Context: an optimization exercise on an open-source flow, tuned for small area, a short achievable clock period and few clock cycles. The choices shown serve that exercise and are no tape-out recipe. Where RTL was checked, it was by simulation tests only, not by an equivalence proof against the original. Only the layout flow was run in runs 3 to 5; the RTL was not checked for function there.

==> design.v <==
module cvu (
    input  wire        clk,
    input  wire        rst,
    input  wire        req_valid,
    output wire        req_ready,
    input  wire        req_write,
    input  wire [11:0] req_addr,
    input  wire [31:0] req_wdata,
    output reg         rsp_valid,
    output reg  [31:0] rsp_rdata,
    output reg         alert
);
    localparam [4:0] O_CTL = 5'd0,  O_CFG = 5'd1,
                     O_POLY_L = 5'd2, O_POLY_H = 5'd3,
                     O_INIT_L = 5'd4, O_INIT_H = 5'd5,
                     O_XOR_L = 5'd6,  O_XOR_H = 5'd7,
                     O_FOLD_L = 5'd8, O_FOLD_H = 5'd9,
                     O_VAL_L = 5'd10, O_VAL_H = 5'd11,
                     O_RES_L = 5'd12, O_RES_H = 5'd13,
                     O_COUNT = 5'd14,
                     O_FEED8 = 5'd16, O_FEED16 = 5'd17, O_FEED32 = 5'd18,
                     O_F64_LO = 5'd19, O_F64_HI = 5'd20;
    localparam [2:0] P_DONE = 3'd0, P_MQ = 3'd2, P_MU = 3'd3,
                     P_VF = 3'd4, P_RS = 3'd5, P_RW = 3'd6;
    localparam NF = 5;    
    integer i, j, k;
    function [63:0] width_mask(input [6:0] w);
        integer b;
        begin
            for (b = 0; b < 64; b = b + 1)
                width_mask[b] = (b < w);
        end
    endfunction
    function [63:0] refl(input [63:0] x, input [5:0] s);
        reg [63:0] r;
        integer b;
        begin
            for (b = 0; b < 64; b = b + 1)
                r[b] = x[63 - b];
            refl = r >> s;
        end
    endfunction
    function [7:0] rev8(input [7:0] v);
        integer b;
        begin
            for (b = 0; b < 8; b = b + 1)
                rev8[b] = v[7 - b];
        end
    endfunction
    function [31:0] bord(input [31:0] d, input refin);
        begin
            bord = refin ? d : {rev8(d[31:24]), rev8(d[23:16]), rev8(d[15:8]), rev8(d[7:0])};
        end
    endfunction
    function [15:1] q16(input [14:0] p);
        reg [15:0] q, s, r, cc;
        integer m, n;
        begin
            cc = {p, 1'b1};
            q = 16'd1;
            for (m = 1; m < 8; m = m + 1)
                for (n = 1; n <= m; n = n + 1)
                    q[m] = q[m] ^ (cc[n] & q[m - n]);
            s = 16'd0;
            for (m = 0; m < 8; m = m + 1)
                s[2*m] = q[m];
            r = 16'd0;
            for (m = 0; m < 16; m = m + 1)
                for (n = 0; n <= m; n = n + 1)
                    r[m] = r[m] ^ (cc[m - n] & s[n]);
            q16 = r[15:1];
        end
    endfunction
    function [31:16] q32(input [30:0] p, input [15:0] q);
        reg [31:0] s, r, cc;
        integer m, n;
        begin
            cc = {p, 1'b1};
            s = 32'd0;
            for (m = 0; m < 16; m = m + 1)
                s[2*m] = q[m];
            r = 32'd0;
            for (m = 16; m < 32; m = m + 1)
                for (n = 0; n <= m; n = n + 2)
                    r[m] = r[m] ^ (cc[m - n] & s[n]);
            q32 = r[31:16];
        end
    endfunction
    reg [1:0]  sticky;
    reg [1:0]  alert_en;
    reg [31:0] cnt_badw;
    reg        cfg_refin  [0:1];
    reg        cfg_refout [0:1];
    reg [3:0]  cfg_fl     [0:1];
    reg [6:0]  cfg_w      [0:1];
    reg [5:0]  cfg_s      [0:1];     
    reg [63:0] poly   [0:1];
    reg [63:0] init   [0:1];
    reg [63:0] xorout [0:1];
    reg [63:0] fold   [0:1];
    reg [31:0] f64_lo [0:1];
    reg        f64_v  [0:1];
    reg [31:0] val_lo [0:1];
    reg        l_refout [0:1];
    reg [5:0]  l_s      [0:1];     
    reg [63:0] l_xor    [0:1];
    reg [63:0] pr   [0:1];
    reg [31:0] count [0:1];
    reg [2:0]  phase [0:1];
    reg [63:0] vA, vB;
    reg [31:1] mA, mB;
    reg        riA, riB;
    reg          fv    [0:NF-1];
    reg          fctx  [0:NF-1];
    reg [1:0]    fn    [0:NF-1];    
    reg [31:0]   fdata [0:NF-1];    
    reg [2:0]    fcnt;
    reg        eng_ctx;     
    reg        f_st;        
    reg        f_mu;        
    reg        f_vf;        
    reg        f_rd;        
    reg        f_ctx;
    reg        f_sA;        
    reg        st_exec;     
    wire [63:0] vr0 = eng_ctx ? vB : vA;
    wire [63:0] vr1 = eng_ctx ? vA : vB;
    reg        ready_q;
    reg        rv, rw, rlov;
    reg [9:0]  ra;
    reg [31:0] rdw;
    reg        r_start_q, r_feed_q, r_f64h_q, r_vseth_q, r_rdv_q;
    reg [10:0] r_wsel;    
    reg        room1_q, room2_q, idle0_q, idle1_q;
    assign req_ready = ready_q;
    wire       r_g     = (ra[9:3] == 7'd0);
    wire       r_c_hit = (ra[9:6] == 4'd1);
    wire       r_c     = ra[5];
    wire [4:0] r_off   = ra[4:0];
    wire       acc   = req_valid && ready_q;
    wire       wacc  = acc && req_write;
    wire       i_g   = (req_addr[11:5] == 7'd0);
    wire       i_c_hit = (req_addr[11:8] == 4'd1);
    wire       i_c   = req_addr[7];
    wire [4:0] i_off = req_addr[6:2];
    wire r_idle = r_c ? idle1_q : idle0_q;
    wire [63:0] cmask0 = width_mask(cfg_w[0]);
    wire [63:0] cmask1 = width_mask(cfg_w[1]);
    wire [63:0] r_mask = r_c ? cmask1 : cmask0;
    wire        h_v    = fv[0];
    wire        h_ctx  = fctx[0];
    wire        h_exec = h_v && (phase[h_ctx] == P_DONE);
    wire        d_go   = h_exec;
    wire [63:0] e_pr = pr[eng_ctx];
    wire [31:0] e_mu = {mA, 1'b1};
    wire [31:0] e_d  = bord(fdata[0], riA) ^ vA[31:0];
    reg [31:0] a_low;
    reg [63:0] e_hi;
    always @(*) begin
        case (fn[0])
            2'd0: begin a_low = {e_d[7:0],  24'd0}; e_hi = vA >> 8;  end
            2'd1: begin a_low = {e_d[15:0], 16'd0}; e_hi = vA >> 16; end
            2'd2: begin a_low = {e_d[23:0], 8'd0};  e_hi = vA >> 24; end
            default: begin a_low = e_d;             e_hi = vA >> 32; end
        endcase
    end
    reg [31:0] tops;
    always @(*) begin
        for (i = 0; i < 32; i = i + 1) begin
            tops[i] = 1'b0;
            for (j = 0; j <= i; j = j + 1)
                tops[i] = tops[i] ^ (e_mu[i - j] & a_low[j]);
        end
    end
    reg [63:0] e_out;
    always @(*) begin
        e_out = e_hi;
        for (j = 0; j < 32; j = j + 1)
            if (tops[j])
                e_out = e_out ^ (e_pr >> (31 - j));
    end
    wire [63:0] f_in  = f_st ? poly[f_ctx] : f_sA ? vA : vB;
    wire [5:0]  f_s   = f_st ? cfg_s[f_ctx] : l_s[f_ctx];    
    wire [63:0] f_out = refl(f_in, f_s);
    wire        mq_ctx = (phase[1] == P_MQ);
    wire [15:1] mq_q   = q16(pr[mq_ctx][14:0]);
    wire        mu_ctx = f_ctx;
    wire [31:16] mu_q  = q32(pr[mu_ctx][30:0], mu_ctx == eng_ctx ? {mA[15:1], 1'b1} : {mB[15:1], 1'b1});
    wire r_start  = rv && r_start_q;
    wire r_feed   = rv && r_feed_q;
    wire r_f64h   = rv && r_f64h_q;
    wire r_vseth  = rv && r_vseth_q;
    wire r_room   = (r_start_q || r_f64h_q) ? room2_q : r_feed_q ? room1_q : 1'b1;
    wire r_stv    = r_start_q || r_vseth_q;
    wire r_rd_ok  = !r_rdv_q || (r_idle && f_rd);
    wire r_exec   = rv && (rw ? (r_room && (!r_stv || r_idle)) : r_rd_ok);
    wire wx       = r_exec && rw;           
    wire rdone    = r_exec && !rw;          
    wire st_now   = st_exec;    
    wire vs_now   = wx && r_vseth;
    wire rs0      = (phase[0] == P_RS);
    wire rs1      = (phase[1] == P_RS);
    wire st_go    = st_now || rs0 || rs1;
    wire st_ctx   = rs0 ? 1'b0 : rs1 ? 1'b1 : r_c;
    wire [3:0]  st_fl = cfg_fl[st_ctx];
    wire        st_f1 = st_go && st_fl != 4'd0;
    wire        st_f2 = st_go && st_fl > 4'd4;
    wire [1:0]  st_n1 = (st_fl >= 4'd4) ? 2'd3 : st_fl[1:0] - 2'd1;
    wire [1:0]  st_n2 = st_fl[1:0] - 2'd1;    
    wire        push1 = st_f1 || (wx && r_feed);
    wire        push2 = st_f2 || (wx && r_f64h);
    wire        p1_ctx  = st_go ? st_ctx : r_c;
    wire [1:0]  p1_n    = st_go ? st_n1 :
                          (r_off == O_FEED8) ? 2'd0 : (r_off == O_FEED16) ? 2'd1 : 2'd3;
    wire [31:0] p1_d    = st_go ? fold[st_ctx][31:0] :
                          r_f64h ? (rlov ? f64_lo[r_c] : 32'd0) : rdw;
    wire [1:0]  p2_n    = st_go ? st_n2 : 2'd3;
    wire [31:0] p2_d    = st_go ? fold[st_ctx][63:32] : rdw;
    wire        pop     = h_exec;
    wire [2:0]  base    = fcnt - {2'd0, pop};
    wire [2:0]  fcnt_n  = base + {2'd0, push1} + {2'd0, push2};
    reg          fctx_n  [0:NF-1];
    reg [1:0]    fn_n    [0:NF-1];
    reg [31:0]   fdata_n [0:NF-1];
    always @(*) begin
        for (i = 0; i < NF; i = i + 1) begin
            if (push1 && base == i) begin
                fctx_n[i] = p1_ctx; fn_n[i] = p1_n; fdata_n[i] = p1_d;
            end else if (push2 && base + 3'd1 == i) begin
                fctx_n[i] = p1_ctx; fn_n[i] = p2_n; fdata_n[i] = p2_d;
            end else if (pop && i < NF - 1) begin
                fctx_n[i] = fctx[i+1]; fn_n[i] = fn[i+1]; fdata_n[i] = fdata[i+1];
            end else begin
                fctx_n[i] = fctx[i]; fn_n[i] = fn[i]; fdata_n[i] = fdata[i];
            end
        end
    end
    reg [2:0] phase_n [0:1];
    always @(*) begin
        for (k = 0; k < 2; k = k + 1) begin
            phase_n[k] = phase[k];
            case (phase[k])
                P_RW: phase_n[k] = P_RS;
                P_MQ: phase_n[k] = P_MU;
                P_MU: if (f_mu && f_ctx == k) phase_n[k] = P_DONE;
                P_VF: if (f_vf && f_ctx == k) phase_n[k] = P_DONE;
                default: ;
            endcase
            if (st_go && st_ctx == k)
                phase_n[k] = P_MQ;
            if (vs_now && r_c == k)
                phase_n[k] = P_VF;
        end
    end
    reg [NF-1:0] has0_n, has1_n;
    always @(*) begin
        for (i = 0; i < NF; i = i + 1) begin
            has0_n[i] = (i < fcnt_n) && !fctx_n[i];
            has1_n[i] = (i < fcnt_n) && fctx_n[i];
        end
    end
    wire idle0_n = !(|has0_n) && phase_n[0] == P_DONE;
    wire idle1_n = !(|has1_n) && phase_n[1] == P_DONE;
    wire        x_v    = acc || (rv && !r_exec);
    wire        x_w    = acc ? req_write : rw;
    wire        x_c    = acc ? i_c : r_c;
    wire i_start = req_write && i_c_hit && i_off == O_CTL && req_wdata[31];
    wire i_feed  = req_write && i_c_hit && (i_off == O_FEED8 || i_off == O_FEED16 ||
                                            i_off == O_FEED32 || i_off == O_F64_HI);
    wire i_f64h  = req_write && i_c_hit && i_off == O_F64_HI;
    wire i_vseth = req_write && i_c_hit && i_off == O_VAL_H;
    wire i_rdv   = !req_write && i_c_hit && (i_off == O_VAL_L || i_off == O_VAL_H ||
                                             i_off == O_RES_L || i_off == O_RES_H);
    wire [10:0] i_wsel;
    assign i_wsel[0]  = req_write && i_c_hit && i_off == O_CFG;
    assign i_wsel[1]  = req_write && i_c_hit && i_off == O_POLY_L;
    assign i_wsel[2]  = req_write && i_c_hit && i_off == O_POLY_H;
    assign i_wsel[3]  = req_write && i_c_hit && i_off == O_INIT_L;
    assign i_wsel[4]  = req_write && i_c_hit && i_off == O_INIT_H;
    assign i_wsel[5]  = req_write && i_c_hit && i_off == O_XOR_L;
    assign i_wsel[6]  = req_write && i_c_hit && i_off == O_XOR_H;
    assign i_wsel[7]  = req_write && i_c_hit && i_off == O_FOLD_L;
    assign i_wsel[8]  = req_write && i_c_hit && i_off == O_FOLD_H;
    assign i_wsel[9]  = req_write && i_c_hit && i_off == O_VAL_L;
    assign i_wsel[10] = req_write && i_c_hit && i_off == O_F64_LO;
    wire x_start = acc ? i_start : r_start_q;
    wire x_stv   = acc ? (i_start || i_vseth) : r_stv;
    wire x_idle  = x_c ? idle1_n : idle0_n;
    wire rs_n0 = (phase_n[0] == P_RS), rs_n1 = (phase_n[1] == P_RS);
    wire mu_n0 = (phase_n[0] == P_MU), mu_n1 = (phase_n[1] == P_MU);
    wire vf_n0 = (phase_n[0] == P_VF), vf_n1 = (phase_n[1] == P_VF);
    wire g_sf  = (x_v && x_start && x_idle) || rs_n0 || rs_n1;
    wire g_mu  = !g_sf && (mu_n0 || mu_n1);
    wire g_vf  = !g_sf && !(mu_n0 || mu_n1) && (vf_n0 || vf_n1);
    wire g_rd  = !g_sf && !(mu_n0 || mu_n1) && !(vf_n0 || vf_n1);
    wire g_ctx = g_sf ? (rs_n0 ? 1'b0 : rs_n1 ? 1'b1 : x_c) :
                 g_mu ? !mu_n0 : g_vf ? !vf_n0 : x_c;
    wire eng_ctx_n = (fcnt_n != 3'd0) ? fctx_n[0] : eng_ctx;
    wire        g_vctx = (mu_n0 || mu_n1) ? !mu_n0 : (vf_n0 || vf_n1) ? !vf_n0 : x_c;
    wire swap = (eng_ctx_n != eng_ctx);
    wire [63:0] r_res = (l_refout[r_c] ? (r_c ? vr1 : vr0) : f_out) ^ l_xor[r_c];
    reg  [31:0] rdata;
    always @(*) begin
        rdata = 32'd0;
        if (r_g) begin
            case (r_off)
                5'd0: rdata = {30'd0, sticky};
                5'd1: rdata = {30'd0, alert_en};
                5'd2: rdata = cnt_badw;
                default: rdata = 32'd0;
            endcase
        end else if (r_c_hit) begin
            case (r_off)
                O_CFG:    rdata = {cfg_refin[r_c], cfg_refout[r_c], 10'd0, cfg_fl[r_c], 9'd0, cfg_w[r_c]};
                O_POLY_L: rdata = poly[r_c][31:0]    & r_mask[31:0];
                O_POLY_H: rdata = poly[r_c][63:32]   & r_mask[63:32];
                O_INIT_L: rdata = init[r_c][31:0]    & r_mask[31:0];
                O_INIT_H: rdata = init[r_c][63:32]   & r_mask[63:32];
                O_XOR_L:  rdata = xorout[r_c][31:0]  & r_mask[31:0];
                O_XOR_H:  rdata = xorout[r_c][63:32] & r_mask[63:32];
                O_FOLD_L: rdata = fold[r_c][31:0];
                O_FOLD_H: rdata = fold[r_c][63:32];
                O_VAL_L:  rdata = f_out[31:0];
                O_VAL_H:  rdata = f_out[63:32];
                O_RES_L:  rdata = r_res[31:0];
                O_RES_H:  rdata = r_res[63:32];
                O_COUNT:  rdata = count[r_c];
                default:  rdata = 32'd0;
            endcase
        end
    end
    wire [6:0] r_nw   = rdw[6:0];
    wire [3:0] r_nfl  = rdw[19:16];
    wire r_bad_w  = (r_nw == 7'd0) || (r_nw > 7'd64);
    wire r_bad_fl = (r_nfl > 4'd8);
    wire [6:0] i_nw  = req_wdata[6:0];
    wire [3:0] i_nfl = req_wdata[19:16];
    wire i_bad  = wacc && i_c_hit && i_off == O_CFG &&
                  ((i_nw == 7'd0) || (i_nw > 7'd64) || (i_nfl > 4'd8));
    wire i_half = wacc && i_c_hit && i_off == O_F64_HI && !f64_v[i_c];
    wire [1:0] sticky_n   = (wacc && i_g && i_off == 5'd0) ? (sticky & ~req_wdata[1:0])
                                                          : (sticky | {i_half, i_bad});
    wire [1:0] alert_en_n = (wacc && i_g && i_off == 5'd1) ? req_wdata[1:0] : alert_en;
    wire rs_pend = rs0 || rs1 || (phase[1] == P_RW);
    wire ready_n = !rs_pend && (!x_v || (x_w && fcnt_n <= NF - 2 && (!x_stv || x_idle)));
    reg [32:0] cnt_sum;
    always @(*) begin
        case (r_off)
            O_FEED8:  cnt_sum = {1'b0, count[r_c]} + 33'd1;
            O_FEED16: cnt_sum = {1'b0, count[r_c]} + 33'd2;
            O_FEED32: cnt_sum = {1'b0, count[r_c]} + 33'd4;
            default:  cnt_sum = {1'b0, count[r_c]} + 33'd8;
        endcase
    end
    wire        ctxA = eng_ctx, ctxB = !eng_ctx;
    wire        stA  = st_go && st_ctx == ctxA, stB = st_go && st_ctx == ctxB;
    wire        vsA  = vs_now && r_c == ctxA;
    wire        vsB  = vs_now && r_c == ctxB;
    wire        fvA  = (f_mu || f_vf) && f_ctx == ctxA, fvB = (f_mu || f_vf) && f_ctx == ctxB;
    wire        mqA  = phase[ctxA] == P_MQ, mqB = phase[ctxB] == P_MQ;
    wire        muA  = f_mu && f_ctx == ctxA, muB = f_mu && f_ctx == ctxB;
    wire [63:0] vA_r = stA ? init[ctxA] : vsA ? {rdw, val_lo[ctxA]} : fvA ? f_out : vA;
    wire [63:0] vB_n = stB ? init[ctxB] : vsB ? {rdw, val_lo[ctxB]} : fvB ? f_out : vB;
    wire [31:1] mA_n = mqA ? {mA[31:16], mq_q} : muA ? {mu_q, mA[15:1]} : mA;
    wire [31:1] mB_n = mqB ? {mB[31:16], mq_q} : muB ? {mu_q, mB[15:1]} : mB;
    wire        riA_n = stA ? cfg_refin[ctxA] : riA;
    wire        riB_n = stB ? cfg_refin[ctxB] : riB;
    always @(posedge clk) begin
        if (rst) begin
            sticky    <= 2'b00;
            alert_en  <= 2'b11;
            alert     <= 1'b0;
            cnt_badw  <= 32'd0;
            ready_q   <= 1'b0;
            rv        <= 1'b0;
            rsp_valid <= 1'b0;
            fcnt      <= 3'd0;
            eng_ctx   <= 1'b0;
            room1_q   <= 1'b1;
            room2_q   <= 1'b1;
            idle0_q   <= 1'b0;
            idle1_q   <= 1'b0;
            f_st      <= 1'b1;      
            f_sA      <= 1'b0;
            st_exec   <= 1'b0;
            f_mu      <= 1'b0;
            f_vf      <= 1'b0;
            f_rd      <= 1'b0;
            f_ctx     <= 1'b0;
            for (i = 0; i < NF; i = i + 1)
                fv[i] <= 1'b0;
            for (k = 0; k < 2; k = k + 1) begin
                cfg_refin[k]  <= 1'b1;
                cfg_refout[k] <= 1'b1;
                cfg_fl[k]     <= 4'd0;
                cfg_w[k]      <= 7'd32;
                cfg_s[k]      <= 6'd32;
                poly[k]       <= 64'h0000_0000_04C1_1DB7;
                init[k]       <= 64'h0000_0000_FFFF_FFFF;
                xorout[k]     <= 64'h0000_0000_FFFF_FFFF;
                fold[k]       <= 64'd0;
                f64_v[k]      <= 1'b0;
                val_lo[k]     <= 32'd0;
            end
            phase[0] <= P_RS;
            phase[1] <= P_RW;
        end else begin
            ready_q   <= ready_n;
            rv        <= x_v;
            rsp_valid <= rdone;
            sticky    <= sticky_n;
            alert_en  <= alert_en_n;
            alert     <= |(sticky_n & alert_en_n);
            fcnt      <= fcnt_n;
            eng_ctx   <= eng_ctx_n;
            room1_q   <= fcnt_n <= NF - 1;
            room2_q   <= fcnt_n <= NF - 2;
            idle0_q   <= idle0_n;
            idle1_q   <= idle1_n;
            f_st      <= g_sf;
            f_sA      <= (g_vctx == eng_ctx_n);
            st_exec   <= x_v && x_start && x_idle && (fcnt_n <= NF - 2);
            f_mu      <= g_mu;
            f_vf      <= g_vf;
            f_rd      <= g_rd;
            f_ctx     <= g_ctx;
            for (i = 0; i < NF; i = i + 1)
                fv[i] <= (i < fcnt_n);
            for (k = 0; k < 2; k = k + 1)
                phase[k] <= phase_n[k];
            if (wacc && i_c_hit && i_off == O_F64_LO)
                f64_v[i_c] <= 1'b1;
            if (wacc && i_c_hit && i_off == O_F64_HI)
                f64_v[i_c] <= 1'b0;
            if (wx && r_g && r_off == 5'd2) begin
                if (rdw == 32'd0)
                    cnt_badw <= 32'd0;
            end else if (rv && r_wsel[0] && (r_bad_w || r_bad_fl) &&
                         cnt_badw != 32'hFFFF_FFFF) begin
                cnt_badw <= cnt_badw + 32'd1;
            end
            if (rv) begin
                if (r_wsel[0]) begin
                    cfg_refin[r_c]  <= rdw[31];
                    cfg_refout[r_c] <= rdw[30];
                    if (!r_bad_w)  begin cfg_w[r_c] <= r_nw; cfg_s[r_c] <= 6'd0 - r_nw[5:0]; end
                    if (!r_bad_fl) cfg_fl[r_c] <= r_nfl;
                end
                if (r_wsel[1])  poly[r_c][31:0]    <= rdw & r_mask[31:0];
                if (r_wsel[2])  poly[r_c][63:32]   <= rdw & r_mask[63:32];
                if (r_wsel[3])  init[r_c][31:0]    <= rdw & r_mask[31:0];
                if (r_wsel[4])  init[r_c][63:32]   <= rdw & r_mask[63:32];
                if (r_wsel[5])  xorout[r_c][31:0]  <= rdw & r_mask[31:0];
                if (r_wsel[6])  xorout[r_c][63:32] <= rdw & r_mask[63:32];
                if (r_wsel[7])  fold[r_c][31:0]    <= rdw;
                if (r_wsel[8])  fold[r_c][63:32]   <= rdw;
                if (r_wsel[9])  val_lo[r_c]        <= rdw;
            end
        end
    end
    always @(posedge clk) begin
        rsp_rdata <= rdata;
        if (acc) begin
            rw   <= req_write;
            ra   <= req_addr[11:2];
            rdw  <= req_wdata;
            rlov <= f64_v[i_c];
            r_start_q <= i_start;
            r_feed_q  <= i_feed;
            r_f64h_q  <= i_f64h;
            r_vseth_q <= i_vseth;
            r_rdv_q   <= i_rdv;
            r_wsel    <= i_wsel;
        end
        if (rv && r_wsel[10])
            f64_lo[r_c] <= rdw;
        for (i = 0; i < NF; i = i + 1) begin
            fctx[i]  <= fctx_n[i];
            fn[i]    <= fn_n[i];
            fdata[i] <= fdata_n[i];
        end
        if (wx && r_feed)
            count[r_c] <= cnt_sum[32] ? 32'hFFFF_FFFF : cnt_sum[31:0];
        vA  <= (d_go && !swap) ? e_out : swap ? vB_n : vA_r;
        vB  <= (d_go && swap)  ? e_out : swap ? vA_r : vB_n;
        mA  <= swap ? mB_n : mA_n;
        mB  <= swap ? mA_n : mB_n;
        riA <= swap ? riB_n : riA_n;
        riB <= swap ? riA_n : riB_n;
        if (st_go) begin
            l_refout[st_ctx] <= cfg_refout[st_ctx];
            l_s[st_ctx]      <= cfg_s[st_ctx];
            l_xor[st_ctx]    <= xorout[st_ctx] & (st_ctx ? cmask1 : cmask0);
            pr[st_ctx]       <= f_out;
            count[st_ctx]    <= 32'd0;
        end
    end
endmodule
==> flow/run.sh <==
#!/bin/bash
set -euo pipefail
bash standard.sh SETUP_SLACK_MARGIN=18 CTS_CLUSTER_SIZE=25 CTS_CLUSTER_DIAMETER=80 finish > standard.log 2>&1
==> standard.sh <==
#!/bin/bash
# synth_recipe.tcl (not shown) runs the flow's synth.tcl, then flattens the netlist and writes it again
# the make line also repeats each setting of config.mk as NAME=value (left out here)
make -C /OpenROAD-flow-scripts/flow DESIGN_CONFIG=/design/flow/config.mk WORK_HOME=/design/flow/orfs CLKGATE_MAP_FILE= SYNTH_SCRIPT=/design/flow/synth_recipe.tcl "${@:-finish}"
==> config.mk <==
export PLATFORM = sky130hd
export DESIGN_NAME = cvu
export DESIGN_NICKNAME = cvu
export VERILOG_FILES = /design/flow/design.v
export SDC_FILE = /design/flow/constraint.sdc
export NUM_CORES = 8
export LEC_CHECK = 0
export CAP_MARGIN = 30
export CORE_MARGIN = 2
export CORE_UTILIZATION = 30
export PLACE_DENSITY = 0.45
export SLEW_MARGIN = 30
==> constraint.sdc <==
create_clock -name core_clock -period 24.0 [get_ports {clk}]
set_input_delay 4.8000 -clock core_clock [delete_from_list [all_inputs] [get_ports {clk}]]
set_output_delay 4.8000 -clock core_clock [all_outputs]
set_load 0.01 [all_outputs]
==> results of run 1 <==
## cells in the final DEF (no fill, tap or decap), drive strengths merged, types with 23 or more instances in the layout
master / instances
nor2: 2686
xnor2: 1748
nand2: 1533
edfxtp: 1172
mux2i: 1050
a21oi: 746
o21ai: 664
buf: 623
xor2: 446
dfxtp: 362
and3: 235
nand3: 233
mux2: 231
a211oi: 218
nor3: 155
inv: 131
clkbuf: 128
o211ai: 107
a221oi: 102
xnor3: 85
o221ai: 74
o22ai: 72
a31oi: 62
a22oi: 60
nand3b: 58
and2: 57
nor2b: 55
mux4: 44
nand2b: 43
a22o: 41
clkdlybuf4s50: 36
a221o: 35
clkinv: 35
a311oi: 33
diode: 27
or3b: 26
or2: 26
nor4: 25
a32o: 23
nand4: 23
## area by class of cell
class,instances,area [µm²],area share
multi-input combinational,11183,75040,0.5552
timing repair inverter,1,8.758,0.00006480
timing repair buffer,675,6437,0.04763
inverter,90,372.9,0.002759
sequential,1534,42500,0.3145
clock buffer,125,2999,0.02219
antenna,27,67.56,0.0004999
tap,5242,6559,0.04853
clock inverter,91,1171,0.008665
## metrics by stage
| stage | cell area, µm² | util | hold WS [ns] | setup slack, ns |
|---|---|---|---|---|
| 2_1_floorplan | 120700 | - | 0.4357 | 17.19 |
| 3_3_place_gp | 127600 | 0.3218 | 0.4437 | 15.29 |
| 3_5_place_dp | 127800 | 0.3224 | 0.4501 | 15.31 |
| 4_1_cts | 134100 | 0.3381 | 0.4638 | 17.64 |
| 5_1_grt | 135100 | 0.3407 | 0.5002 | 17.71 |
| 6_report | 135200 | 0.3408 | 0.4634 | 17.74 |
## kinds of logic after synthesis
group	Yosys count	synth area share
and+or+nand+nor	5185	0.1807
AOI/OAI and AO/OA	2353	0.1224
xor gates and xnor gates	2278	0.1772
DFF	1534	0.3547
muxes	1323	0.1191
buffers and inverters	1290	0.04347
adders and majority gates	23	0.002426
## what timing repair did
action                     in CTS  in global routing
gates resized for setup       393                106
pin swaps                      26                 13
hold buffers                    0                  0
gates cloned                   27                  5
setup endpoints to repair    1443                379
buffers inserted               53                 33
## per-layer routing
layer / routed length [µm] / share of wire / vias to the layer above / track usage
met5: 133 / 0.00021 / - / 0
met4: 40330 / 0.064 / 20 / 0.1522
met3: 74930 / 0.12 / 1301 / 0.09076
met2: 264600 / 0.42 / 6431 / 0.4416
met1: 254400 / 0.40 / 54651 / 0.3927
li1: - / - / 47526 / -
## worst paths after layout
path / slack, ns / cells past startpoint / to
worst max register to register: 17.83 / 14 / rsp_rdata[26]
worst min register to register: 0.46 / 2 / count[0][28]
worst max-delay path: 17.74 / 1 / req_ready
worst min-delay path: 0.46 / 2 / count[0][28]
## state kept, by name, summed over array words and instances (netlist names), 128 cells and up, named ones only
| name | count |
|---|---|
| fold | 128 |
| xorout | 128 |
| poly | 128 |
| l_xor | 128 |
| fdata | 160 |
| pr | 128 |
| init | 128 |
==> results.py, run 1 <==
metrics = {
    "sta": {
        "slew_viol_final": 0,
        "tns_ns": 0,
        "finClkSkew_ns": 0.09347,
        "final-hold-violation-count": 0,
        "fmax_mhz": 159.8,
        "min_period_ns": 6.260,
        "fin_crit_sh": 0.2608,
        "worst_pin_slew_ns": 1.214,
        "max_slew_margin": 0.1893,
        "finalSetupViolations": 0,
        "rsz0062_at_grt": "yes",
    },
    "logic_synthesis": {
        "synth_nets": 14055,
        "ys_ff_latch": 1534,
        "ys_top_cells_by_area": "edfxtp_1, xnor2_1, mux2i_1",
        "syn_avg_cell_area_um2": 8.554,
        "synth_top_flop_cell": "edfxtp_1",
        "syn_inst": 13986,
        "synth.distinct_cells": 93,
        "synth_most_common_cell": "nor2_1",
        "async_flop_share": 0,
        "yosysSeqAreaShare": 0.3547,
        "synth_edf_count": 1172,
        "synthTopCellsByCount": "nor2_1, xnor2_1, nand2_1, edfxtp_1, mux2i_1",
        "synth_top_area_share": 0.2942,
        "ys_warn_count": 10,
        "yosysTopAreaCell": "edfxtp_1",
        "syn_area_um2": 119600,
    },
    "clock_tree": {
        "clk_pin_slew_ns": 0.10,
        "cts_max_path_buffers": 4,
        "htreeDepth": 3,
        "cts_made_buffers": 117,
        "clockRootBuffer": "clkbuf_16",
        "clk_latency_ns": 0.96,
        "clock-sinks": 1534,
        "tritoncts": "done",
    },
    "final_layout": {
        "final_cells": 18968,
        "fin_nets": 13671,
        "area_growth_pct": 12.96,
        "n_fill_cell": 41218,
        "drive_gt1_frac": 0.1150,
    },
    "routing": {
        "wl_mm": 634.4,
        "drtIter0Drc": 15114,
        "antenna_left": 0,
        "vias": 109929,
        "drt-wirelength-per-cell_um": 33.45,
        "drtPass1Iterations": 7,
        "drc": 0,
        "viasPerCell": 5.795,
    },
    "global_routing": {
        "grt_max_degree": 129,
        "grt_pass1_vias": 99167,
        "grt.total_usage": 0.2991,
        "grt_overflow": 0,
        "grt_pass1_wl_mm": 853.8,
        "antenna_found_initial": 60,
    },
    "worst_setup_path": {
        "startpoint_type": "flop",
        "cp-end-kind": "output pin",
        "cp.required_ns": 19.20,
        "r2r-start": "f_ctx",
        "critPathTopFamily": "flip-flops",
        "path_cells": "buf_6",
        "crit_path_top_delay_cell": "dfxtp_4",
        "worstSetupStartpoint": "ready_q",
        "max_stage_delay_ns": 0.40,
        "arrival_ns": 1.46,
        "critical_path.n_buffers_inverters": 1,
        "crit_fanout": 2,
        "crit_type": "reg -> out",
    },
    "floorplan": {
        "dieHeight_um": 635.5,
        "rows": 231,
        "initial_core_util": 0.3017,
        "dieArea_um2": 403900,
        "core_area_um2": 396500,
        "dieWidth_um": 635.5,
        "pin_count": 83,
    },
    "min_path": {
        "hp-start": "count[0][28]",
        "hp-class": "reg -> reg",
    },
    "placed_design": {
        "gp_congestion": 0.9965,
        "port_buffers": 80,
        "dp.final_hpwl_mm": 416.3,
        "placed_cells": 18605,
    },
    "status": {
        "status": "finished clean",
    },
    "run": {
        "drv_cap": 0,
    },
}
Testbench counts, summed over its fixed seeds: cycles 35,877.
==> run 2, diff against run 1 <==
==> flow/run.sh (replaced) <==
#!/bin/bash
set -euo pipefail
bash standard.sh SETUP_SLACK_MARGIN=18 "CTS_ARGS=-sink_clustering_enable -repair_clock_nets -sink_clustering_size 25 -sink_clustering_max_diameter 80 -apply_ndr full" finish > standard.log 2>&1
==> results.py, run 2 <==
metrics = {
    "status": {
        "status": "finished clean",
    },
    "logic_synthesis": {
        "synth.distinct_cells": 93,
        "yosysTopAreaCell": "edfxtp_1",
        "ys_ff_latch": 1534,
        "syn_inst": 13986,
        "synth_top_area_share": 0.2942,
        "async_flop_share": 0,
        "ys_warn_count": 10,
        "ys_top_cells_by_area": "edfxtp_1, xnor2_1, mux2i_1",
        "yosysSeqAreaShare": 0.3547,
        "synth_edf_count": 1172,
        "synth_top_flop_cell": "edfxtp_1",
        "synth_most_common_cell": "nor2_1",
        "syn_avg_cell_area_um2": 8.554,
        "synthTopCellsByCount": "nor2_1, xnor2_1, nand2_1, edfxtp_1, mux2i_1",
        "syn_area_um2": 119600,
        "synth_nets": 14055,
    },
    "clock_tree": {
        "clk_pin_slew_ns": 0.10,
        "tritoncts": "done",
        "htreeDepth": 3,
        "clockRootBuffer": "clkbuf_16",
        "cts_made_buffers": 117,
        "cts_max_path_buffers": 4,
        "clk_latency_ns": 0.95,
        "clock-sinks": 1534,
    },
    "final_layout": {
        "regArea_um2": 42500,
        "n_fill_cell": 41200,
        "layout_commonest_cell": "nor2_1",
        "drive_gt1_frac": 0.1155,
        "largest_reg_flops": 160,
        "fin_nets": 13670,
        "regMostFlops": "fdata",
        "multi_input_area_um2": 75090,
        "layout_common_cells": "nor2_1, xnor2_1, nand2_1",
        "area_growth_pct": 13.03,
    },
    "worst_setup_path": {
        "max_stage_delay_ns": 0.40,
        "crit_fanout": 2,
        "cp-end-kind": "output pin",
        "crit_type": "reg -> out",
        "r2r_slack_ns": 17.77,
        "startpoint_type": "flop",
        "path_cells": "buf_6",
        "crit_cells": 1,
        "critical_path.n_buffers_inverters": 1,
        "arrival_ns": 1.46,
        "worst-r2r-cell-count": 15,
        "cp.required_ns": 19.20,
        "crit_path_top_delay_cell": "dfxtp_4",
        "critPathTopFamily": "flip-flops",
    },
    "sta": {
        "fin_hold_ws_ns": 0.4619,
        "tns_ns": 0,
        "worst_pin_slew_ns": 1.176,
        "max_slew_margin": 0.1932,
        "rsz0062_at_grt": "yes",
        "fmax_mhz": 159.8,
        "fin_ws_ns": 17.74,
        "finClkSkew_ns": 0.09425,
        "finalSetupViolations": 0,
        "min_period_ns": 6.256,
        "slew_viol_final": 0,
        "final-hold-violation-count": 0,
        "fin_crit_sh": 0.2607,
    },
    "min_path": {
        "hp-class": "reg -> reg",
        "min_path_cells": 2,
    },
    "placed_design": {
        "gp_congestion": 0.9965,
        "dp.final_hpwl_mm": 416.3,
        "port_buffers": 80,
        "dp_slack_ns": 15.31,
    },
    "floorplan": {
        "dieHeight_um": 635.5,
        "dieWidth_um": 635.5,
        "pin_count": 83,
        "initial_core_util": 0.3017,
        "dieArea_um2": 403900,
        "rows": 231,
        "core_area_um2": 396500,
    },
    "global_routing": {
        "antenna_found_initial": 56,
        "grt_pass1_vias": 99130,
        "grt_overflow": 0,
        "grt.total_usage": 0.2995,
        "grt_pass1_wl_mm": 854.0,
        "grt_max_degree": 129,
    },
    "routing": {
        "vias": 110088,
        "antenna_left": 0,
        "drt-wirelength-per-cell_um": 33.46,
        "wl_mm": 634.8,
        "viasPerCell": 5.802,
        "drc": 0,
        "drtIter0Drc": 15242,
        "drtPass1Iterations": 8,
    },
    "run": {
        "drv_cap": 0,
    },
}
-- run 2: worst paths after layout --
kind	from	end
setup / recovery	ready_q	req_ready
hold / removal	count[0][28]	count[0][28]
setup reg to reg	f_ctx	rsp_rdata[24]
hold reg to reg	count[0][28]	count[0][28]
-- run 2: timing repair --
action                      CTS  global route
setup buffers                53            31
resized for setup           393           112
setup endpoints to repair  1443           427
cloned                       27             6
hold buffers                  0             0
pin swaps                    26            15
-- run 2: cell families (layout without fill, tap and decap cells) --
group	Yosys count	in the layout	share of synthesized area
other cells	0	34	0
mux	1323	1325	0.1191
flops	1534	1534	0.3547
buf+inv	1290	981	0.04347
compound gates	2353	2353	0.1224
simple gates	5185	5202	0.1807
fa+ha+maj	23	23	0.002426
xor+xnor	2278	2280	0.1772
-- run 2: area by class of cell --
type | instances | share of cell area
antenna | 34 | 0.0006292
clock buffer | 125 | 0.02218
clock inverter | 91 | 0.008660
inverter | 90 | 0.002757
multi-input combinational | 11183 | 0.5553
sequential | 1534 | 0.3143
tap | 5242 | 0.04850
timing repair buffer | 674 | 0.04760
timing repair inverter | 1 | 0.00006477
-- run 2: layer usage --
metal  GRT usage  share of wire
met1      0.3923           0.40
met2      0.4403           0.42
met3     0.09354           0.12
met4      0.1550          0.062
met5           0        0.00063
-- run 2: per-stage QoR --
stage          instance area, µm²  utilization  instances
3_3_place_gp               127600       0.3218      18595
6_report                   135200       0.3410      18974
2_1_floorplan              120700            -      13986
4_1_cts                    134100       0.3381      18901
5_1_grt                    135100       0.3408      18942
3_5_place_dp               127800       0.3224      18605
==> run 3, diff against run 2 <==
--- a/design.v
+++ b/design.v
@@ -132,3 +132,4 @@
     reg        r_start_q, r_feed_q, r_f64h_q, r_vseth_q, r_rdv_q;
-    reg [10:0] r_wsel;    
+    reg [10:0] r_wsel;
+    reg [16:0] r_rsel;    
     reg        room1_q, room2_q, idle0_q, idle1_q;
@@ -273,2 +274,12 @@
                                              i_off == O_RES_L || i_off == O_RES_H);
+    wire [16:0] i_rsel;
+    assign i_rsel[0]  = !req_write && i_g && i_off == 5'd0;
+    assign i_rsel[1]  = !req_write && i_g && i_off == 5'd1;
+    assign i_rsel[2]  = !req_write && i_g && i_off == 5'd2;
+    genvar gi;
+    generate
+        for (gi = 3; gi <= 16; gi = gi + 1) begin : g_rsel
+            assign i_rsel[gi] = !req_write && i_c_hit && i_off == gi - 2;
+        end
+    endgenerate
     wire [10:0] i_wsel;
@@ -301,32 +312,19 @@
     wire [63:0] r_res = (l_refout[r_c] ? (r_c ? vr1 : vr0) : f_out) ^ l_xor[r_c];
-    reg  [31:0] rdata;
-    always @(*) begin
-        rdata = 32'd0;
-        if (r_g) begin
-            case (r_off)
-                5'd0: rdata = {30'd0, sticky};
-                5'd1: rdata = {30'd0, alert_en};
-                5'd2: rdata = cnt_badw;
-                default: rdata = 32'd0;
-            endcase
-        end else if (r_c_hit) begin
-            case (r_off)
-                O_CFG:    rdata = {cfg_refin[r_c], cfg_refout[r_c], 10'd0, cfg_fl[r_c], 9'd0, cfg_w[r_c]};
-                O_POLY_L: rdata = poly[r_c][31:0]    & r_mask[31:0];
-                O_POLY_H: rdata = poly[r_c][63:32]   & r_mask[63:32];
-                O_INIT_L: rdata = init[r_c][31:0]    & r_mask[31:0];
-                O_INIT_H: rdata = init[r_c][63:32]   & r_mask[63:32];
-                O_XOR_L:  rdata = xorout[r_c][31:0]  & r_mask[31:0];
-                O_XOR_H:  rdata = xorout[r_c][63:32] & r_mask[63:32];
-                O_FOLD_L: rdata = fold[r_c][31:0];
-                O_FOLD_H: rdata = fold[r_c][63:32];
-                O_VAL_L:  rdata = f_out[31:0];
-                O_VAL_H:  rdata = f_out[63:32];
-                O_RES_L:  rdata = r_res[31:0];
-                O_RES_H:  rdata = r_res[63:32];
-                O_COUNT:  rdata = count[r_c];
-                default:  rdata = 32'd0;
-            endcase
-        end
-    end
+    wire [63:0] r_poly = poly[r_c], r_init = init[r_c], r_xor = xorout[r_c];
+    wire [31:0] r_mlo = ({32{r_rsel[4]}} & r_poly[31:0])  | ({32{r_rsel[6]}} & r_init[31:0]) |
+                        ({32{r_rsel[8]}} & r_xor[31:0]);
+    wire [31:0] r_mhi = ({32{r_rsel[5]}} & r_poly[63:32]) | ({32{r_rsel[7]}} & r_init[63:32]) |
+                        ({32{r_rsel[9]}} & r_xor[63:32]);
+    wire [31:0] rdata = ({32{r_rsel[0]}}  & {30'd0, sticky}) |
+                        ({32{r_rsel[1]}}  & {30'd0, alert_en}) |
+                        ({32{r_rsel[2]}}  & cnt_badw) |
+                        ({32{r_rsel[3]}}  & {cfg_refin[r_c], cfg_refout[r_c], 10'd0, cfg_fl[r_c], 9'd0, cfg_w[r_c]}) |
+                        (r_mlo & r_mask[31:0]) | (r_mhi & r_mask[63:32]) |
+                        ({32{r_rsel[10]}} & fold[r_c][31:0]) |
+                        ({32{r_rsel[11]}} & fold[r_c][63:32]) |
+                        ({32{r_rsel[12]}} & f_out[31:0]) |
+                        ({32{r_rsel[13]}} & f_out[63:32]) |
+                        ({32{r_rsel[14]}} & r_res[31:0]) |
+                        ({32{r_rsel[15]}} & r_res[63:32]) |
+                        ({32{r_rsel[16]}} & count[r_c]);
     wire [6:0] r_nw   = rdw[6:0];
@@ -473,2 +471,3 @@
             r_wsel    <= i_wsel;
+            r_rsel    <= i_rsel;
         end
==> flow/run.sh (replaced) <==
#!/bin/bash
set -euo pipefail
bash standard.sh SETUP_SLACK_MARGIN=18 CTS_CLUSTER_SIZE=25 CTS_CLUSTER_DIAMETER=80 finish > standard.log 2>&1
==> results.py, run 3 <==
metrics = {
    "status": {
        "status": "finished clean",
    },
    "sta": {
        "fmax_mhz": 156.7,
        "slew_viol_final": 0,
        "tns_ns": 0,
        "max_slew_margin": 0.1884,
        "final-hold-violation-count": 0,
        "fin_hold_ws_ns": 0.4996,
        "finalSetupViolations": 0,
        "min_period_ns": 6.383,
        "fin_crit_sh": 0.2660,
        "finClkSkew_ns": 0.1504,
        "worst_pin_slew_ns": 1.183,
        "rsz0062_at_grt": "yes",
    },
    "worst_setup_path": {
        "critPathTopFamily": "flip-flops",
        "max_stage_delay_ns": 0.45,
        "arrival_ns": 1.58,
        "path_cells": "buf_6",
        "startpoint_type": "flop",
        "crit_fanout": 3,
        "cp-end-kind": "output pin",
        "crit_path_top_delay_cell": "dfxtp_4",
        "crit_type": "reg -> out",
        "cp.required_ns": 19.20,
        "critical_path.n_buffers_inverters": 1,
    },
    "routing": {
        "drt-met1-wl_mm": 251.8,
        "antenna_left": 0,
        "drt-wirelength-per-cell_um": 33.66,
        "drtIter0Drc": 15653,
        "wl_mm": 618.1,
        "viasPerCell": 5.821,
        "routed-wl-met2_mm": 258.0,
        "vias": 106887,
        "top_layer_used": "met5",
        "drtPass1Iterations": 15,
        "drc": 0,
        "met3RoutedLength_mm": 67.38,
    },
    "clock_tree": {
        "cts-hold-fix-buffers": 0,
        "clk_latency_ns": 0.99,
        "cts_max_path_buffers": 4,
        "clock-sinks": 1551,
        "clockRootBuffer": "clkbuf_16",
        "clk_pin_slew_ns": 0.10,
        "cts_made_buffers": 112,
        "htreeDepth": 3,
        "tritoncts": "done",
    },
    "final_layout": {
        "fin_nets": 13055,
        "final_cells": 18361,
        "multi_input_area_um2": 73910,
        "n_fill_cell": 40968,
        "drive_gt1_frac": 0.1108,
        "area_growth_pct": 12.15,
        "regArea_um2": 43010,
        "layout_commonest_cell": "nor2_1",
        "layout_common_cells": "nor2_1, xnor2_1, nand2_1",
        "regMostFlops": "fdata",
        "largest_reg_flops": 160,
    },
    "logic_synthesis": {
        "syn_area_um2": 119300,
        "synth_nets": 13495,
        "ys_warn_count": 10,
        "async_flop_share": 0,
        "ys_ff_latch": 1551,
        "synth.distinct_cells": 97,
        "synth_top_flop_cell": "edfxtp_1",
        "syn_inst": 13426,
        "yosysTopAreaCell": "edfxtp_1",
        "syn_avg_cell_area_um2": 8.886,
        "ys_top_cells_by_area": "edfxtp_1, xnor2_1, mux2i_1",
        "synthTopCellsByCount": "nor2_1, xnor2_1, nand2_1, edfxtp_1, mux2i_1",
        "synth_most_common_cell": "nor2_1",
        "synth_edf_count": 1189,
        "synth_top_area_share": 0.2993,
        "yosysSeqAreaShare": 0.3600,
    },
    "floorplan": {
        "dieWidth_um": 634.6,
        "initial_core_util": 0.3013,
        "pin_count": 83,
        "rows": 231,
        "core_area_um2": 396000,
        "dieArea_um2": 402700,
        "dieHeight_um": 634.6,
    },
    "global_routing": {
        "grt_pass1_vias": 95818,
        "grt_pass1_wl_mm": 833.1,
        "grt.total_usage": 0.2945,
        "grt_max_degree": 129,
        "grt_overflow": 0,
        "antenna_found_initial": 63,
    },
    "placed_design": {
        "gp_congestion": 0.9951,
        "dp.final_hpwl_mm": 409.7,
        "port_buffers": 80,
        "placed_cells": 18032,
    },
    "min_path": {
        "hp-class": "reg -> reg",
    },
    "run": {
        "drv_cap": 0,
    },
}
[run 3: final timing paths]
check / start / end / slack [ns] / cells past startpoint
setup / recovery: ready_q / req_ready / 17.62 / 1
hold / removal: count[0][31] / count[0][31] / 0.50 / 2
setup reg to reg: f_ctx / rsp_rdata[16] / 17.97 / 13
hold reg to reg: count[0][31] / count[0][31] / 0.50 / 2
[run 3: through the flow]
stage          instance area, µm²  setup WS (ns)    util
5_1_grt                    133700          17.61  0.3378
4_1_cts                    132700          17.55  0.3350
2_1_floorplan              119800          17.24       -
6_report                   133800          17.62  0.3379
3_3_place_gp               126800          15.69  0.3203
3_5_place_dp               127100          15.70  0.3210
[run 3: area by class of cell]
cell class / instances / share of cell area
sequential: 1551 / 0.3215
tap: 5242 / 0.04902
timing repair inverter: 1 / 0.00003740
inverter: 80 / 0.002385
multi-input combinational: 10622 / 0.5524
clock inverter: 88 / 0.009052
clock buffer: 119 / 0.02129
antenna: 40 / 0.0007481
timing repair buffer: 618 / 0.04359
[run 3: routing by layer]
layer | vias to the layer above | GRT usage
met5 | - | 0
met4 | 28 | 0.1623
met3 | 1092 | 0.07107
met2 | 6179 | 0.4317
met1 | 53491 | 0.3962
li1 | 46097 | -
[run 3: kinds of logic after synthesis]
kind of cell / count (synthesis) / share of synthesized area
AOI/OAI and AO/OA: 2315 / 0.1286
xor gates and xnor gates: 2155 / 0.1835
buffers and inverters: 1268 / 0.04328
adders and majority gates: 22 / 0.002349
muxes: 1283 / 0.1142
DFF: 1551 / 0.3600
and+or+nand+nor: 4832 / 0.1681
[run 3: repair_timing]
action                                   CTS  global route
pin swaps                                 19            19
setup buffers                             26            25
cloned                                    20             7
gates resized for setup                  383           121
endpoints found under the setup margin  1058           286
==> run 4, diff against run 3 <==
--- a/design.v
+++ b/design.v
@@ -124,2 +124,3 @@
     reg        f_sA;        
+    reg [5:0]  f_cs, f_ls;  
     reg        st_exec;     
@@ -127,3 +128,4 @@
     wire [63:0] vr1 = eng_ctx ? vA : vB;
-    reg        ready_q;
+    reg        ready_q;     
+    reg        busy;        
     reg        rv, rw, rlov;
@@ -140,3 +142,3 @@
     wire [4:0] r_off   = ra[4:0];
-    wire       acc   = req_valid && ready_q;
+    wire       acc   = req_valid && !busy;
     wire       wacc  = acc && req_write;
@@ -183,3 +185,3 @@
     wire [63:0] f_in  = f_st ? poly[f_ctx] : f_sA ? vA : vB;
-    wire [5:0]  f_s   = f_st ? cfg_s[f_ctx] : l_s[f_ctx];    
+    wire [5:0]  f_s   = f_st ? f_cs : f_ls;    
     wire [63:0] f_out = refl(f_in, f_s);
@@ -310,2 +312,8 @@
     wire        g_vctx = (mu_n0 || mu_n1) ? !mu_n0 : (vf_n0 || vf_n1) ? !vf_n0 : x_c;
+    wire        g_sctx = rs_n0 ? 1'b0 : rs_n1 ? 1'b1 : x_c;
+    wire        cfgw_wr  = rv && r_wsel[0] && !r_bad_w;
+    wire [5:0]  cfg_s_n0 = (cfgw_wr && !r_c) ? 6'd0 - r_nw[5:0] : cfg_s[0];
+    wire [5:0]  cfg_s_n1 = (cfgw_wr && r_c)  ? 6'd0 - r_nw[5:0] : cfg_s[1];
+    wire [5:0]  l_s_n0   = (st_go && !st_ctx) ? cfg_s[0] : l_s[0];
+    wire [5:0]  l_s_n1   = (st_go && st_ctx)  ? cfg_s[1] : l_s[1];
     wire swap = (eng_ctx_n != eng_ctx);
@@ -372,2 +380,3 @@
             ready_q   <= 1'b0;
+            busy      <= 1'b1;
             rv        <= 1'b0;
@@ -382,2 +391,4 @@
             f_sA      <= 1'b0;
+            f_cs      <= 6'd32;
+            f_ls      <= 6'd32;
             st_exec   <= 1'b0;
@@ -406,2 +417,3 @@
             ready_q   <= ready_n;
+            busy      <= !ready_n;
             rv        <= x_v;
@@ -419,2 +431,4 @@
             f_sA      <= (g_vctx == eng_ctx_n);
+            f_cs      <= g_sctx ? cfg_s_n1 : cfg_s_n0;
+            f_ls      <= g_vctx ? l_s_n1 : l_s_n0;
             st_exec   <= x_v && x_start && x_idle && (fcnt_n <= NF - 2);
@@ -460,3 +474,3 @@
         rsp_rdata <= rdata;
-        if (acc) begin
+        if (!(rv && !r_exec)) begin
             rw   <= req_write;
==> results.py, run 4 <==
metrics = {
    "logic_synthesis": {
        "synth_top_area_share": 0.2948,
        "yosysTopAreaCell": "edfxtp_1",
        "synth-compound-area-share": 0.1323,
        "synth_nets": 13574,
        "synthAdderAreaFrac": 0.002310,
        "yosysSeqAreaShare": 0.3563,
        "ys_ff_latch": 1564,
        "synth_xor_area_frac": 0.1838,
        "synth_top_flop_cell": "edfxtp_1",
        "async_flop_share": 0,
        "syn_area_um2": 121300,
        "synth_most_common_cell": "nor2_1",
        "synth.distinct_cells": 95,
        "syn_inst": 13505,
        "syn_avg_cell_area_um2": 8.983,
        "synthMuxAreaShare": 0.1185,
        "synth_top_family_by_area": "XOR/XNOR gates",
        "synthSimpleGateAreaFrac": 0.1641,
        "synth_edf_count": 1191,
        "synthTopCellsByCount": "nor2_1, xnor2_1, nand2_1, edfxtp_1, mux2i_1",
        "ys_warn_count": 10,
        "ys_top_cells_by_area": "edfxtp_1, xnor2_1, nor2_1",
    },
    "sta": {
        "fmax_mhz": 161.0,
        "rsz0062_at_grt": "yes",
        "final-hold-violation-count": 0,
        "worst_pin_slew_ns": 1.178,
        "finClkSkew_ns": 0.1180,
        "tns_ns": 0,
        "finalSetupViolations": 0,
        "fin_crit_sh": 0.2588,
        "max_slew_margin": 0.1922,
        "slew_viol_final": 0,
        "min_period_ns": 6.212,
    },
    "global_routing": {
        "grt_pass1_vias": 98090,
        "grt_max_degree": 126,
        "antenna_found_initial": 58,
        "grt_overflow": 0,
        "grt_pass1_wl_mm": 847.9,
        "grt.total_usage": 0.2941,
    },
    "routing": {
        "drtPass1Iterations": 13,
        "drt-wirelength-per-cell_um": 33.69,
        "drtIter0Drc": 15591,
        "viasPerCell": 5.815,
        "vias": 108154,
        "wl_mm": 626.6,
        "antenna_left": 0,
        "drc": 0,
    },
    "floorplan": {
        "dieWidth_um": 639.9,
        "pin_count": 83,
        "initial_core_util": 0.3013,
        "dieHeight_um": 639.9,
        "core_area_um2": 402600,
        "rows": 233,
        "dieArea_um2": 409500,
    },
    "worst_setup_path": {
        "cp.required_ns": 24.71,
        "crit_type": "reg -> reg",
        "max_stage_delay_ns": 0.83,
        "arrival_ns": 6.92,
        "path_cells": "buf_6, buf_4, mux2i_1, mux4_2, a221oi_1, mux2i_1, o2bb2ai_1, buf_4, a21oi_1, xor2_1, a221o_1",
        "crit_path_top_delay_cell": "a221oi_1",
        "r2r_slack_ns": 17.79,
        "crit_end": "rsp_rdata[20]",
        "r2r-start": "f_ctx",
        "cp-end-kind": "flop",
        "crit_fanout": 35,
        "worst-r2r-cell-count": 11,
        "rr_endpoint": "rsp_rdata[20]",
        "worstSetupStartpoint": "f_ctx",
        "startpoint_type": "flop",
    },
    "final_layout": {
        "n_fill_cell": 41507,
        "largest_reg_flops": 160,
        "layout_common_cells": "nor2_1, xnor2_1, edfxtp_1",
        "regMostFlops": "fdata",
        "layout_commonest_cell": "nor2_1",
        "fin_nets": 13125,
        "area_growth_pct": 12.00,
        "drive_gt1_frac": 0.1216,
    },
    "clock_tree": {
        "clockRootBuffer": "clkbuf_16",
        "clock-sinks": 1564,
        "cts_made_buffers": 105,
        "tritoncts": "done",
        "clk_latency_ns": 0.96,
        "cts-hold-fix-buffers": 0,
        "htreeDepth": 3,
        "cts_max_path_buffers": 4,
        "clk_pin_slew_ns": 0.09,
    },
    "placed_design": {
        "port_buffers": 80,
        "gp_congestion": 1.021,
        "dp.final_hpwl_mm": 423.3,
    },
    "min_path": {
        "hp-class": "reg -> reg",
    },
    "status": {
        "status": "finished clean",
    },
    "run": {
        "drv_cap": 0,
    },
}
run 4: cell types whose count changed after synthesis, moves of 37 or more:
| cell | change |
|---|---|
| a21oi_1 | +90 |
| a221o_1 | -60 |
| clkbuf_1 | +37 |
| mux2_2 | +107 |
| mux2i_1 | -143 |
| mux4_2 | +49 |
| nand3_1 | +44 |
| nor2_1 | -88 |
| nor2b_1 | +44 |
| o21ai_0 | +94 |
| o221ai_1 | -45 |
| xnor2_1 | -195 |
| xnor3_1 | +94 |
run 4: worst min-delay path by stage:
stage / from / to / slack (ns) / cells after the start
after global routing: count[0][31] / count[0][31] / 0.51 / 2
after CTS: count[0][31] / count[0][31] / 0.48 / 2
after detailed placement: count[0][31] / count[0][31] / 0.46 / 2
final: count[0][31] / count[0][31] / 0.48 / 2
after global placement: count[0][31] / count[0][31] / 0.46 / 2
after floorplan: rdw[19] / f64_lo[0][19] / 0.44 / 0
run 4: cell type report:
type | count | area [µm²] | area share
multi-input cells | 10662 | 75770 | 0.5576
clock inverters | 68 | 875.8 | 0.006446
well taps | 5405 | 6763 | 0.04977
flip-flops and latches | 1564 | 43290 | 0.3186
repair buffers | 635 | 5821 | 0.04284
clock buffers | 124 | 2858 | 0.02103
inverters | 88 | 367.9 | 0.002707
diodes | 54 | 135.1 | 0.0009945
run 4: timing repair:
action | in CTS | in global routing
buffers inserted | 50 | 14
setup endpoints to repair | 1199 | 330
pin swaps | 30 | 15
gates cloned | 22 | 5
resized for setup | 377 | 128
run 4: kinds of logic after synthesis:
kind of cell	count (synthesis)
AO/OA/AOI/OAI	2509
XOR/XNOR	2042
adder cells (fa/ha/maj)	22
buffers and inverters	1301
flip-flops	1564
multiplexers	1289
AND/OR/NAND/NOR	4778
run 4: per-layer routing:
layer	routed length, µm	vias to the layer above	track usage
met1	255300	54083	0.3943
li1	-	46683	-
met3	62830	1036	0.06023
met5	241	-	0
met2	267100	6324	0.4384
met4	41120	28	0.1675
run 4: per-stage QoR:
stage / std cells / utilization / cell area (µm²) / worst slack, ns / hold WS, ns
global placement: 18246 / 0.3212 / 129300 / 15.59 / 0.4604
finish: 18600 / 0.3375 / 135900 / 17.79 / 0.4817
CTS: 18523 / 0.3352 / 134900 / 17.78 / 0.4799
detailed placement: 18259 / 0.3218 / 129600 / 15.60 / 0.4642
global route: 18547 / 0.3372 / 135800 / 17.77 / 0.5115
floorplan: 13505 / - / 122300 / 17.73 / 0.4430
run 4: worst max-delay path, delay by kind of cell (launching register included):
| kind | cells | cell delay (ns) |
|---|---|---|
| multiplexers | 3 | 1.33 |
| buffers and inverters | 3 | 1.43 |
| AO/OA/AOI/OAI | 4 | 2.02 |
| flip-flops | 1 | 0.54 |
| XOR/XNOR | 1 | 0.53 |
==> run 5, diff against run 4 <==
--- a/design.v
+++ b/design.v
@@ -124,2 +124,3 @@
     reg        f_sA;        
+    reg        f_pctx;      
     reg [5:0]  f_cs, f_ls;  
@@ -184,3 +185,3 @@
     end
-    wire [63:0] f_in  = f_st ? poly[f_ctx] : f_sA ? vA : vB;
+    wire [63:0] f_in  = f_st ? (f_pctx ? poly[1] : poly[0]) : f_sA ? vA : vB;
     wire [5:0]  f_s   = f_st ? f_cs : f_ls;    
@@ -391,2 +392,3 @@
             f_sA      <= 1'b0;
+            f_pctx    <= 1'b0;
             f_cs      <= 6'd32;
@@ -431,2 +433,3 @@
             f_sA      <= (g_vctx == eng_ctx_n);
+            f_pctx    <= g_sctx;
             f_cs      <= g_sctx ? cfg_s_n1 : cfg_s_n0;
==> results.py, run 5 <==
metrics = {
    "clock_tree": {
        "cts-hold-fix-buffers": 0,
        "cts_made_buffers": 116,
        "clock-sinks": 1565,
        "clockRootBuffer": "clkbuf_16",
        "cts_max_path_buffers": 4,
        "clk_pin_slew_ns": 0.09,
        "clk_latency_ns": 0.99,
        "htreeDepth": 3,
        "tritoncts": "done",
    },
    "global_routing": {
        "antenna_found_initial": 42,
        "grt.total_usage": 0.2938,
        "grt_overflow": 0,
        "grt_pass1_wl_mm": 846.3,
        "grt_max_degree": 81,
        "grt_pass1_vias": 98200,
    },
    "final_layout": {
        "fin_nets": 13219,
        "post-route-cell-area_um2": 135200,
        "largest_reg_flops": 160,
        "regMostFlops": "fdata",
        "drive_gt1_frac": 0.1141,
        "layout_commonest_cell": "nor2_1",
        "layout_common_cells": "nor2_1, xnor2_1, nand2_1",
        "area_growth_pct": 11.89,
        "utilization": 0.3365,
        "final_cells": 18568,
    },
    "routing": {
        "antenna_left": 0,
        "drtIter0Drc": 15564,
        "drtPass1Iterations": 14,
        "vias": 108066,
        "drt-wirelength-per-cell_um": 33.61,
        "drc": 0,
        "viasPerCell": 5.820,
        "wl_mm": 624.0,
    },
    "logic_synthesis": {
        "ys_top_cells_by_area": "edfxtp_1, xnor2_1, nor2_1",
        "yosysSeqAreaShare": 0.3580,
        "synth_top_area_share": 0.2961,
        "synth.distinct_cells": 98,
        "ys_warn_count": 10,
        "yosysTopAreaCell": "edfxtp_1",
        "syn_avg_cell_area_um2": 8.870,
        "synthTopCellsByCount": "nor2_1, xnor2_1, nand2_1, edfxtp_1, mux2i_1",
        "synth_edf_count": 1191,
        "synth_nets": 13689,
        "async_flop_share": 0,
        "syn_inst": 13620,
        "ys_ff_latch": 1565,
        "synth_top_flop_cell": "edfxtp_1",
        "syn_area_um2": 120800,
        "synth_most_common_cell": "nor2_1",
    },
    "sta": {
        "final-hold-violation-count": 0,
        "min_period_ns": 6.274,
        "max_slew_margin": 0.1661,
        "tns_ns": 0,
        "finClkSkew_ns": 0.1762,
        "fmax_mhz": 159.4,
        "worst_pin_slew_ns": 1.216,
        "slew_viol_final": 0,
        "finalSetupViolations": 0,
        "fin_crit_sh": 0.2614,
        "rsz0062_at_grt": "yes",
        "fin_hold_ws_ns": 0.4939,
    },
    "worst_setup_path": {
        "critical_path.n_buffers_inverters": 1,
        "cp.required_ns": 19.20,
        "cp-end-kind": "output pin",
        "path_cells": "buf_6",
        "startpoint_type": "flop",
        "crit_type": "reg -> out",
        "r2r_slack_ns": 17.75,
        "arrival_ns": 1.47,
        "critPathTopFamily": "flip-flops",
        "crit_fanout": 1,
        "max_stage_delay_ns": 0.38,
        "crit_path_top_delay_cell": "dfxtp_4",
    },
    "floorplan": {
        "dieHeight_um": 638.6,
        "dieWidth_um": 638.6,
        "rows": 233,
        "core_area_um2": 401700,
        "dieArea_um2": 407800,
        "initial_core_util": 0.3007,
        "pin_count": 83,
    },
    "status": {
        "status": "finished clean",
    },
    "placed_design": {
        "gp_congestion": 1.029,
        "port_buffers": 80,
        "placed_cells": 18238,
        "dp.final_hpwl_mm": 426.0,
        "dpl_cell_area_um2": 128700,
    },
    "min_path": {
        "hp-class": "reg -> reg",
    },
    "run": {
        "drv_cap": 0,
    },
}
## run 5: final cells by class
class                   instances  area (µm²)
fillers                     41525      266600
diodes                         34       85.08
multi-input cells           10753       74990
clock inverters                87        1055
inverters                      92       361.6
repair buffers                622        5773
flip-flops and latches       1565       43310
well taps                    5287        6615
clock buffers                 128        2979
## run 5: logic make-up after synthesis
group           Yosys count  synth area share
flops                  1565            0.3580
compound gates         2354            0.1287
simple gates           4964            0.1719
xor+xnor               2172            0.1819
buf+inv                1311           0.04411
mux                    1231            0.1129
fa+ha+maj                23          0.002403
## run 5: repair_timing
item	4_1_cts	5_1_grt
gates cloned	13	2
endpoints found under the setup margin	887	206
setup buffers	28	36
gates resized for setup	381	116
pin swaps	17	24
hold endpoints to repair	0	0
## run 5: metal layers
layer,wire [µm],up-vias,share of wire,track usage
met5,218,-,0.00035,0
met4,42760,30,0.069,0.1698
met3,65490,1092,0.10,0.07034
met2,257800,6036,0.41,0.4237
met1,257800,54163,0.41,0.3985
li1,-,46745,-,-
## run 5: final timing paths
check / start / end / depth (start not counted)
worst min-delay path: count[1][26] / count[1][26] / 2
worst max register to register: f_st / rsp_rdata[20] / 13
worst max-delay path: ready_q / req_ready / 1
worst min register to register: count[1][26] / count[1][26] / 2
## run 5: metrics by stage
stage               setup WS, ns
floorplan                  17.58
global placement           15.83
detailed placement         15.76
CTS                        17.64
global route               17.67
finish                     17.73

port drivers added, routing unchanged:
The results above use ideal ports. As a check the final layouts listed here were re-extracted and re-timed, cells and wires unchanged.
Step 1: set_driving_cell puts a clkbuf_16 on clk and a buf_2 on each other input, an assumption about the parent block.
Step 2 also shifts input and output timing later by t, the mid clock arrival at the registers, as if the neighbouring blocks saw the same clock.
Three values: no drivers, after step 1, after step 2; two values: the first two.
run | t, ns | setup WS [ns] | clock arrival spread, ns | worst data-port slew with drivers (ns) | cell pins on the clock port's net
run 1 | 1.026 | 17.740 / 17.624 / 16.945 | 0.095 / 0.095 | 0.09 | 1
run 2 | 1.006 | 17.744 / 17.640 / 16.940 | 0.095 / 0.095 | 0.09 | 1
run 3 | 1.026 | 17.617 / 17.511 / 17.011 | 0.154 / 0.153 | 0.05 | 1
run 4 | 0.995 | 17.788 / 17.708 / 16.986 | 0.131 / 0.131 | 0.04 | 1
run 5 | 1.009 | 17.726 / 17.617 / 17.012 | 0.186 / 0.186 | 0.11 | 1
After both steps every run listed still meets setup and hold. For run 2, which loses most, drivers alone change the setup slack by -0.104 ns; drivers and shift together by -0.804 ns.
